What follows belongs to an exercise in optimizing a design on an open flow for small area, a short achievable clock period and few clock cycles per item; a production flow would make more cautious choices. Only simulation tests tie the RTL to the original design; equivalence was not proved. No activity file was given, so power comes from the tool's default toggle rates.

==> flow/design.v (excerpt) <==
module mx_quant (
    input  wire        clk,
    input  wire        rst,         
    input  wire        in_valid,
    output wire        in_ready,
    input  wire [31:0] in_data,
    input  wire [1:0]  in_src,      
    input  wire [3:0]  in_dst,      
    output wire        out_valid,
    input  wire        out_ready,
    output wire [7:0]  out_code,
    output wire [7:0]  out_x,
    output wire [9:0]  out_qmax,
    output wire        out_last
);
    localparam [1:0] C_E4 = 2'd0;
    localparam [1:0] C_E5 = 2'd1;
    localparam [1:0] C_I8 = 2'd2;    
    localparam [1:0] C_U8 = 2'd3;    
    localparam integer N = 32;
    reg  [4:0]  in_idx;
    reg  [1:0]  src_in, cls_in;
    reg         in_rdy;
    reg         ir_v;
    reg  [31:0] ir_d;           
    reg  [17:0] ring [0:N-1];
    reg  [5:0]  cnt;            
    reg  [4:0]  dw;             
    reg  [7:0]  acc_m;
    reg         acc_nz, acc_nf;
    reg  [8:0]  dn_p;           
    reg         dn_nz, dn_nf;
    reg  [1:0]  dn_cls;
    reg         rdy;            
    reg  [4:0]  hd_idx;
    reg         c1_v, s_v, o_v;
    wire        first_in = (in_idx == 5'd0);
    wire [1:0]  dst_cls  = (in_dst == 4'd3) ? C_E4 :
                           (in_dst == 4'd4) ? C_E5 :
                           (in_dst == 4'd9) ? C_U8 : C_I8;
    wire in_fire = in_valid & in_rdy;
    wire        ir_first = (in_idx == 5'd1);
    wire        ir_last  = (in_idx == 5'd0);
    wire        ir_f     = (src_in == 2'd0);
    wire        ir_b     = (src_in == 2'd1);
    wire        ir_h     = (src_in == 2'd2);
    wire [1:0]  ir_cls   = cls_in;
    function automatic [4:0] lzc24(input [23:0] x);
        integer i;
        reg found;
        begin
            lzc24 = 5'd0;
  ...
Size in the first run: ~2,100 cells after synthesis, roughly 720 flip-flops, ~0.023 mm2 of cells after synthesis.
Settings: LEC_CHECK=0, ABC_AREA=1, CAP_MARGIN=0, CORE_MARGIN=2, CORE_UTILIZATION=55, CTS_CLUSTER_DIAMETER=100, CTS_CLUSTER_SIZE=30, SLEW_MARGIN=0; clock period 22.0 ns.
standard.sh (not shown) runs the stock make flow with config.mk's settings and CLKGATE_MAP_FILE= SYNTH_SCRIPT=/design/flow/synth_recipe.tcl, a recipe that flattens the netlist after the stock synthesis.
==> flow/flow/run.sh <==
#!/bin/bash
# The standard ORFS layout, asked to repair timing with extra setup margin and
# with faster buffers on the ports.
set -euo pipefail
bash standard.sh SETUP_SLACK_MARGIN=16.5 "BUFFER_PORTS_ARGS=-buffer_cell sky130_fd_sc_hd__buf_2" finish > standard.log 2>&1
Testbench counts at the start, summed over its fixed seeds: cycles 6,424, blocks 192.
==> next run, changes <==
--- a/flow/design.v
+++ b/flow/design.v
@@ -38,33 +38,20 @@
     wire [1:0]  dst_cls  = (in_dst == 4'd3) ? C_E4 :
                            (in_dst == 4'd4) ? C_E5 :
                            (in_dst == 4'd9) ? C_U8 : C_I8;
     wire in_fire = in_valid & in_rdy;
     wire        ir_first = (in_idx == 5'd1);
     wire        ir_last  = (in_idx == 5'd0);
     wire        ir_f     = (src_in == 2'd0);
     wire        ir_b     = (src_in == 2'd1);
     wire        ir_h     = (src_in == 2'd2);
     wire [1:0]  ir_cls   = cls_in;
-    function automatic [4:0] lzc24(input [23:0] x);
-        integer i;
-        reg found;
-        begin
-            lzc24 = 5'd0;
-            found = 1'b0;
-            for (i = 23; i >= 0; i = i - 1)
-                if (!found && x[i]) begin
-                    lzc24 = 5'd23 - i[4:0];
-                    found = 1'b1;
-                end
-        end
-    endfunction
     function automatic [4:0] lzc23(input [22:0] x);
         integer i;
         reg found;
         begin
             lzc23 = 5'd0;
             found = 1'b0;
             for (i = 22; i >= 0; i = i - 1)
                 if (!found && x[i]) begin
                     lzc23 = 5'd22 - i[4:0];
                     found = 1'b1;
@@ -83,43 +70,43 @@
     wire        h_m0    = (ir_d[9:0] == 10'd0);
     wire        dc_e0   = (ir_f & f_e0) | (ir_b & b_e0) | (ir_h & h_e0);
     wire        dc_m0   = (ir_f & f_m0) | (ir_b & b_m0) | (ir_h & h_m0);
     wire        dc_nf   = (ir_f & (ir_d[30:23] == 8'hff)) | (ir_b & (ir_d[14:7] == 8'hff)) |
                           (ir_h & (ir_d[14:10] == 5'h1f));
     wire        dc_zr   = dc_e0 & dc_m0;
     wire        dc_den  = dc_e0 & !dc_m0;
     wire [7:0]  h_en    = {3'd0, ir_d[14:10]} + 8'd112;
     wire [7:0]  dc_en   = ir_f ? ir_d[30:23] : ir_b ? ir_d[14:7] : h_en;    
     wire [23:0] dc_v    = {!dc_e0, dc_m};
-    wire [4:0]  dc_lz   = lzc24(dc_v);
-    wire [23:0] dc_nv   = dc_v << dc_lz;
-    wire [23:0] dc_pre;                         
-    genvar gj;
-    generate
-        for (gj = 0; gj < 24; gj = gj + 1) begin : g_pre
-            assign dc_pre[gj] = |dc_v[23:gj];
-        end
-    endgenerate
-    wire [15:0] dc_st8  = dc_v[15:0] & dc_pre[23:8];
-    wire [14:0] dc_st9  = dc_v[14:0] & dc_pre[23:9];
+    wire        dc_z16  = (dc_v[23:8] == 16'd0);
+    wire [23:0] dc_n16  = dc_z16 ? {dc_v[7:0], 16'd0} : dc_v;
+    wire        dc_z8   = (dc_n16[23:16] == 8'd0);
+    wire [23:0] dc_n8   = dc_z8 ? {dc_n16[15:0], 8'd0} : dc_n16;
+    wire        dc_z4   = (dc_n8[23:20] == 4'd0);
+    wire [23:0] dc_n4   = dc_z4 ? {dc_n8[19:0], 4'd0} : dc_n8;
+    wire        dc_z2   = (dc_n4[23:22] == 2'd0);
+    wire [23:0] dc_n2   = dc_z2 ? {dc_n4[21:0], 2'd0} : dc_n4;
+    wire        dc_z1   = !dc_n2[23];
+    wire [23:0] dc_nv   = dc_z1 ? {dc_n2[22:0], 1'b0} : dc_n2;
+    wire [4:0]  dc_lz   = {dc_z16, dc_z8, dc_z4, dc_z2, dc_z1};
     wire [8:0]  dc_e9b  = dc_e0 ? (ir_h ? 9'd136 : 9'd24) : ({1'b0, dc_en} + 9'd23);
     wire [8:0]  dc_e9   = dc_e9b - {4'd0, dc_lz};
     wire [22:0] dc_f    = {dc_nv[22:15], 15'd0};
     wire [4:0]  h_lz    = lzc23({ir_d[9:0], 13'd0});
     wire [7:0]  h_qm    = h_e0 ? 8'd112 - {3'd0, h_lz} : h_en;
     wire [7:0]  dc_qm   = ir_f ? ir_d[30:23] : ir_b ? ir_d[14:7] : h_qm;
     wire        dc_u8   = (ir_cls == C_U8);
     wire        dc_kill = dc_zr | (dc_u8 & dc_s);
     wire [17:0] dc_pk   = {dc_kill ? 9'd0 : dc_e9,
                            dc_u8 ? dc_f[15] : dc_s,
                            dc_f[22:16],
-                           dc_u8 ? |dc_st9 : |dc_st8};
+                           dc_u8 ? |dc_nv[14:0] : |dc_nv[15:0]};
     function automatic [4:0] k1of(input [1:0] cls);
         case (cls)
             C_E4:    k1of = 5'd14;
             C_E5:    k1of = 5'd0;
             C_I8:    k1of = 5'd25;
             default: k1of = 5'd24;
         endcase
     endfunction
     function automatic [4:0] k2of(input [1:0] cls);
         case (cls)
=> Synthesized area drops by 3.5%; clock-buffer cell count does not change; worst setup slack stays flat; routed wire length drops by 13%; design area drops by 2.5%; global-route usage drops by 1.9 points; first-iteration DRC count drops by 27%; worst hold slack loses 0.0039 ns; total power climbs by 0.48%.
Testbench counts after the change, summed over its fixed seeds: cycles 6,424, blocks 192.

## port drivers added, routing unchanged
The results above use ideal ports. As a check the final layouts listed here were re-extracted and re-timed, cells and wires unchanged.
Step 1 (the two cells are an assumption about what drives the block):
set clk [get_ports {clk}]
set_driving_cell -lib_cell sky130_fd_sc_hd__clkbuf_16 $clk
set_driving_cell -lib_cell sky130_fd_sc_hd__buf_2 [delete_from_list [all_inputs] $clk]
Step 2 adds t to the input delays and takes it off the output delays; t is the mean of the earliest and latest rising clock arrival at the registers after step 1. Input paths then give back, and output paths get back, about the clock's delay inside the block.
Slacks: ideal ports / drivers / drivers and shift; pairs: ideal ports / drivers.
run	t (ns)	slack for setup (ns)	worst setup path after step 2	cell pins on the clock port's net
the first run	0.631	16.441 / 16.388 / 16.314	input to register	1
the second run	0.663	16.442 / 16.388 / 16.247	input to register	1
After both steps setup and hold are still met in every run listed. For the second run, which loses most, drivers alone change the setup slack by -0.054 ns; drivers and shift together by -0.195 ns.
